This is an optimization exercise on Yosys and OpenROAD, whose aim is small area, a short achievable clock period and few clock cycles per item, not a production implementation. RTL that was checked went through simulation tests only; none was proved equivalent to the original.

==> flow/design.v (excerpt) <==
module aes_pipe (
    input  wire         clk,
    input  wire         rst,         
    input  wire         in_valid,
    output wire         in_ready,
    input  wire         in_key256,   
    input  wire [255:0] in_key,
    input  wire [127:0] in_block,
    output reg          out_valid,
    output reg  [127:0] out_block
);
Size: about 6500 cells after synthesis, ~1500 flip-flops, ~520 I/O pins, roughly 69000 sq um of cells after synthesis.
export LEC_CHECK = 0
export CAP_MARGIN = 20
export CORE_MARGIN = 2
export CORE_UTILIZATION = 68
export CTS_BUF_LIST = sky130_fd_sc_hd__clkbuf_16
export CTS_CLUSTER_DIAMETER = 40
export CTS_CLUSTER_SIZE = 20
export PLACE_DENSITY = 0.78
export SLEW_MARGIN = 20
export SYNTH_HIERARCHICAL = 1
create_clock -name core_clock -period 8.0 [get_ports {clk}]
standard.sh (not shown) runs the stock make flow with config.mk's settings and CLKGATE_MAP_FILE= SYNTH_SCRIPT=/design/flow/synth_recipe.tcl, a recipe that flattens the netlist after the stock synthesis.
==> flow/flow/run.sh <==
#!/bin/bash
# The standard layout (the standard.sh: unchanged synthesis and steps),
# with two changes in how the layout is made:
#  - buffer_ports puts a plain buf_2 on every input and output port instead
#    of the delay cell it picks by itself;
#  - timing repair aims 5.15 ns below the clock period (it stops once the
#    paths meet that), so it sizes the design for a shorter achieved period.
# The clock period and constraints are the design's, unchanged.
set -euo pipefail
export BUFFER_PORTS_ARGS="-buffer_cell sky130_fd_sc_hd__buf_2"
export SETUP_SLACK_MARGIN=5.15
bash standard.sh > standard.log 2>&1
The starting point produced a clean layout.
Testbench counts at the start, summed over its fixed seeds: cycles 15,907, items 1,280.
Rerun with:
==> flow/flow/run.sh (replaced) <==
#!/bin/bash
# The standard layout (the standard.sh, unchanged synthesis and steps),
# with one change: the buffer that buffer_ports puts on every input and
# output port is a plain buf_2 instead of the delay cell it picks by itself.
set -euo pipefail
export BUFFER_PORTS_ARGS="-buffer_cell sky130_fd_sc_hd__buf_2"
bash standard.sh > standard.log 2>&1
--- a/flow/config.mk
+++ b/flow/config.mk
@@ -11,5 +11,6 @@
 export CTS_BUF_LIST = sky130_fd_sc_hd__clkbuf_16
-export CTS_CLUSTER_DIAMETER = 40
-export CTS_CLUSTER_SIZE = 20
+export CTS_CLUSTER_DIAMETER = 60
+export CTS_CLUSTER_SIZE = 30
 export PLACE_DENSITY = 0.78
+export SETUP_SLACK_MARGIN = 5
 export SLEW_MARGIN = 20
Effect: Cell area shrinks by about 4.4%. Worst hold slack gains 11 ps. Critical path depth grows by 3. Via count shrinks by about 1.3%. Sequential share of layout area grows by 1.6 points. Global-route usage shrinks by 0.77 points. Synthesized area does not change. Routed wire length shrinks by 2.4%. Non-clock buffer count shrinks by 3.
Rerun with:
--- a/flow/config.mk
+++ b/flow/config.mk
@@ -9,3 +9,3 @@
 export CORE_MARGIN = 2
-export CORE_UTILIZATION = 68
+export CORE_UTILIZATION = 60
 export CTS_BUF_LIST = sky130_fd_sc_hd__clkbuf_16
@@ -13,3 +13,3 @@
 export CTS_CLUSTER_SIZE = 30
-export PLACE_DENSITY = 0.78
+export PLACE_DENSITY = 0.72
 export SETUP_SLACK_MARGIN = 5
After rerunning:
- count of clock-buffer cells in the layout came out lower by 5
- cell area is about the same
Rerun with:
==> flow/flow/run.sh (replaced) <==
#!/bin/bash
# The standard layout (the standard.sh: unchanged synthesis and steps),
# with two changes in how the layout is made:
#  - buffer_ports puts a plain buf_2 on every input and output port instead
#    of the delay cell it picks by itself;
#  - timing repair aims 5.15 ns below the clock period (it stops once the
#    paths meet that), so it sizes the design for a shorter achieved period.
# The clock period and constraints are the design's, unchanged.
set -euo pipefail
export BUFFER_PORTS_ARGS="-buffer_cell sky130_fd_sc_hd__buf_2"
export SETUP_SLACK_MARGIN=5.15
bash standard.sh > standard.log 2>&1
--- a/flow/config.mk
+++ b/flow/config.mk
@@ -9,3 +9,3 @@
 export CORE_MARGIN = 2
-export CORE_UTILIZATION = 60
+export CORE_UTILIZATION = 68
 export CTS_BUF_LIST = sky130_fd_sc_hd__clkbuf_16
@@ -13,4 +13,3 @@
 export CTS_CLUSTER_SIZE = 30
-export PLACE_DENSITY = 0.72
-export SETUP_SLACK_MARGIN = 5
+export PLACE_DENSITY = 0.78
 export SLEW_MARGIN = 20
Cell count falls by 1.6%.
Count of clock-buffer cells in the layout rises by 4.
Design area rises by 1.8%.
Worst setup slack gains 110 ps.
Utilization rises by 9.7 points.
Synthesized area stays the same.
Sequential cell count is unchanged.
Non-clock buffer count rises by 8.
Rerun with:
==> flow/flow/run.sh (replaced) <==
#!/bin/bash
# The standard layout (the standard.sh, unchanged synthesis and steps),
# with one change: the buffer that buffer_ports puts on every input and
# output port is a plain buf_2 instead of the delay cell it picks by itself.
set -euo pipefail
export BUFFER_PORTS_ARGS="-buffer_cell sky130_fd_sc_hd__buf_2"
bash standard.sh > standard.log 2>&1
--- a/flow/config.mk
+++ b/flow/config.mk
@@ -9,7 +9,5 @@
 export CORE_MARGIN = 2
-export CORE_UTILIZATION = 68
-export CTS_BUF_LIST = sky130_fd_sc_hd__clkbuf_16
-export CTS_CLUSTER_DIAMETER = 60
-export CTS_CLUSTER_SIZE = 30
-export PLACE_DENSITY = 0.78
+export CORE_UTILIZATION = 55
+export PLACE_DENSITY = 0.65
+export SETUP_SLACK_MARGIN = 5
 export SLEW_MARGIN = 20
First-iteration DRC count came out lower by 6.5%.
Design area is about the same.
Clock-buffer cell count came out higher by 97.
Worst hold slack gets worse by 8.4 ps.
Register-to-register slack gets worse by 50 ps.
Via count came out lower by 0.64%.
Wire length came out higher by 3.6%.
Rerun with:
==> flow/flow/run.sh (replaced) <==
#!/bin/bash
# The standard layout (the standard.sh: unchanged synthesis and steps),
# with these changes in how the layout is made:
#  - buffer_ports puts a plain buf_2 on every input and output port instead
#    of the delay cell it picks by itself;
#  - timing repair aims 5.15 ns below the clock period (it stops once the
#    paths meet that), so it sizes the design for a shorter achieved period;
#  - the clock tree's upper half is routed with double-width, double-spacing
#    wires, and no dummy loads are added to it.
# The clock period and constraints are the design's, unchanged.
set -euo pipefail
export BUFFER_PORTS_ARGS="-buffer_cell sky130_fd_sc_hd__buf_2"
export SETUP_SLACK_MARGIN=5.15
export CTS_ARGS="-sink_clustering_enable -repair_clock_nets -sink_clustering_size 30 -sink_clustering_max_diameter 60 -buf_list sky130_fd_sc_hd__clkbuf_16 -apply_ndr half -dont_use_dummy_load"
bash standard.sh > standard.log 2>&1
--- a/flow/config.mk
+++ b/flow/config.mk
@@ -9,5 +9,7 @@
 export CORE_MARGIN = 2
-export CORE_UTILIZATION = 55
-export PLACE_DENSITY = 0.65
-export SETUP_SLACK_MARGIN = 5
+export CORE_UTILIZATION = 68
+export CTS_BUF_LIST = sky130_fd_sc_hd__clkbuf_16
+export CTS_CLUSTER_DIAMETER = 60
+export CTS_CLUSTER_SIZE = 30
+export PLACE_DENSITY = 0.78
 export SLEW_MARGIN = 20
What happened:
- The new run finished clean
- worst hold slack is worse by 30 ps
- first-iteration DRC count went up by 12%
- wire length fell by 4.0%
- setup slack improved by 53 ps
- synthesized area stays the same
- global-route usage goes up by 5.3 points
- clock-buffer cell count shrinks by 99
- die area falls by 19%
- clock skew went up by 51 ps
- register-to-register slack gets worse by 60 ps

run a:
Another version of the RTL of aes_pipe (not shown whole).
Size in the first run: ~520 I/O pins, ~73000 sq um of cells after synthesis.
Design aes_pipe, start of the top module:
module aes_pipe (
    input  wire         clk,
    input  wire         rst,         
    input  wire         in_valid,
    output wire         in_ready,
    input  wire         in_key256,   
    input  wire [255:0] in_key,
    input  wire [127:0] in_block,
    output reg          out_valid,
    output reg  [127:0] out_block
);
clock: 8.0 ns
lec_check: 0
cap_margin: 20
core_margin: 2
core_utilization: 40
place_density: 0.5
slew_margin: 20
synth_hierarchical: 1
run.sh (not shown) runs the stock make flow with config.mk's settings and CLKGATE_MAP_FILE= SYNTH_SCRIPT=/design/flow/synth_recipe.tcl, a recipe that flattens the netlist after the stock synthesis.
Stock flow here: none of the scripts above is used.
Run a: all stages complete, timing, DRC and antenna checks passed
#### Input delta (run b over run a)
- SETUP_SLACK_MARGIN: unset -> 5
==> flow/flow/run.sh (new file) <==
#!/bin/bash
# The standard layout (the standard.sh, unchanged synthesis and steps),
# with one change: the buffer that buffer_ports puts on every input and
# output port is a plain buf_2 instead of the delay cell it picks by itself.
set -euo pipefail
export BUFFER_PORTS_ARGS="-buffer_cell sky130_fd_sc_hd__buf_2"
bash standard.sh > standard.log 2>&1
==> flow/standard.sh (new file) <==
#!/bin/bash
# synth_recipe.tcl (not shown) runs the flow's synth.tcl, then flattens the netlist and writes it again
# the make line also repeats each setting of config.mk as NAME=value (left out here)
make -C /OpenROAD-flow-scripts/flow DESIGN_CONFIG=/design/flow/config.mk WORK_HOME=/design/flow/orfs CLKGATE_MAP_FILE= SYNTH_SCRIPT=/design/flow/synth_recipe.tcl "${@:-finish}"
removed: flow/run.sh
==> comparison <==
- Run a has completed all stages; timing, DRC and antenna checks passed.
- Run b | status: complete | timing, DRC, antenna: pass
- In run b, the proportion of cell area spent on the clock network came out 0.47 points above the value in run a.
- On layout net count, run b tracks run a almost exactly.
- Compared with run a, run b shows a higher fmax.
- Relative to run a, the growth of design area from synthesis to finish of run b is lower by 1.7 points.
- Routed wire length in run b is about 0.8% above run a.
- Die height came out exactly the same in run b and run a.
- Run a → run b: post-detailed-placement cell area shrank by 2600 sq um, number of antenna violations at the first check in global routing went down 5, fraction of layout instances using a drive strength above 1 went up 9.4 points.
No functional check of the RTL was part of any run of this note.

aes_pipe with an RTL version that a note above also has.
For scale: ~6500 cells after synthesis, roughly 1500 flip-flops, roughly 520 I/O pins, about 69000 sq um of cells after synthesis.
Settings: LEC_CHECK=0, CAP_MARGIN=20, CORE_MARGIN=2, CORE_UTILIZATION=60, CTS_BUF_LIST=sky130_fd_sc_hd__clkbuf_16, CTS_CLUSTER_DIAMETER=60, CTS_CLUSTER_SIZE=30, PLACE_DENSITY=0.72, SLEW_MARGIN=20, SYNTH_HIERARCHICAL=1; clock period 8.0 ns.
standard.sh (not shown) runs the stock make flow with config.mk's settings and CLKGATE_MAP_FILE= SYNTH_SCRIPT=/design/flow/synth_recipe.tcl, a recipe that flattens the netlist after the stock synthesis.
==> flow/flow/run.sh <==
#!/bin/bash
# The standard layout (the standard.sh: unchanged synthesis and steps),
# with two changes in how the layout is made:
#  - buffer_ports puts a plain buf_2 on every input and output port instead
#    of the delay cell it picks by itself;
#  - timing repair aims 5.3 ns below the clock period (it stops once the
#    paths meet that), so it sizes the design for a shorter achieved period.
# The clock period and constraints are the design's, unchanged.
set -euo pipefail
export BUFFER_PORTS_ARGS="-buffer_cell sky130_fd_sc_hd__buf_2"
export SETUP_SLACK_MARGIN=5.3
bash standard.sh > standard.log 2>&1
The first run completed without violations.
Testbench counts at the start, summed over its fixed seeds: cycles 15,907, items 1,280.
Next try:
==> flow/flow/run.sh (replaced) <==
#!/bin/bash
# The standard layout (the standard.sh: unchanged synthesis and steps),
# with two changes in how the layout is made:
#  - buffer_ports puts a plain buf_2 on every input and output port instead
#    of the delay cell it picks by itself;
#  - timing repair aims 5.15 ns below the clock period (it stops once the
#    paths meet that), so it sizes the design for a shorter achieved period.
# The clock period and constraints are the design's, unchanged.
set -euo pipefail
export BUFFER_PORTS_ARGS="-buffer_cell sky130_fd_sc_hd__buf_2"
export SETUP_SLACK_MARGIN=5.15
bash standard.sh > standard.log 2>&1
- CORE_UTILIZATION: 60 -> 75
- PLACE_DENSITY: 0.72 -> 0.85
Outcome: Worst hold slack barely changes; synthesized cell count is unchanged; final area is lower by 4.7%; synthesized area does not change; worst setup slack is worse by 0.033 ns.

static timing again, ports no longer ideal:
In the flow no input, the clock included, has a driving cell. The finished layouts below were timed again as built, in two steps.
Step 1 assumes that a clkbuf_16 drives the clock port and a buf_2 every other input.
Step 2 also shifts input and output timing later by t, the mid clock arrival at the registers, as if the neighbouring blocks saw the same clock.
a / b / c = no drivers / after step 1 / after step 2; a / b = the first two.
run | t, ns | slack for setup (ns) | worst data-port slew with drivers (ns)
the first run of note 1 | 0.843 | 5.108 / 5.030 / 4.992 | 0.13
the second run of note 1 | 0.783 | 5.035 / 4.969 / 5.004 | 0.12
the third run of note 1 | 0.794 | 5.026 / 4.950 / 4.995 | 0.14
the fourth run of note 1 | 0.796 | 5.140 / 5.066 / 5.013 | 0.13
the fifth run of note 1 | 0.860 | 5.033 / 4.958 / 5.037 | 0.14
the sixth run of note 1 | 0.758 | 5.086 / 5.086 / 5.021 | 0.13
run a | 0.860 | 3.956 / 3.872 / 4.639 | 0.15
run b | 0.881 | 5.013 / 4.958 / 4.969 | 0.13
the first run of note 3 | 0.822 | 5.124 / 5.039 / 5.044 | 0.15
the second run of note 3 | 0.792 | 5.091 / 5.012 / 4.744 | 0.11
After both steps setup and hold are still met in every run listed. The setup slack of the second run of note 3, which loses most, moves by -0.079 ns with the drivers and by -0.347 ns with both steps.
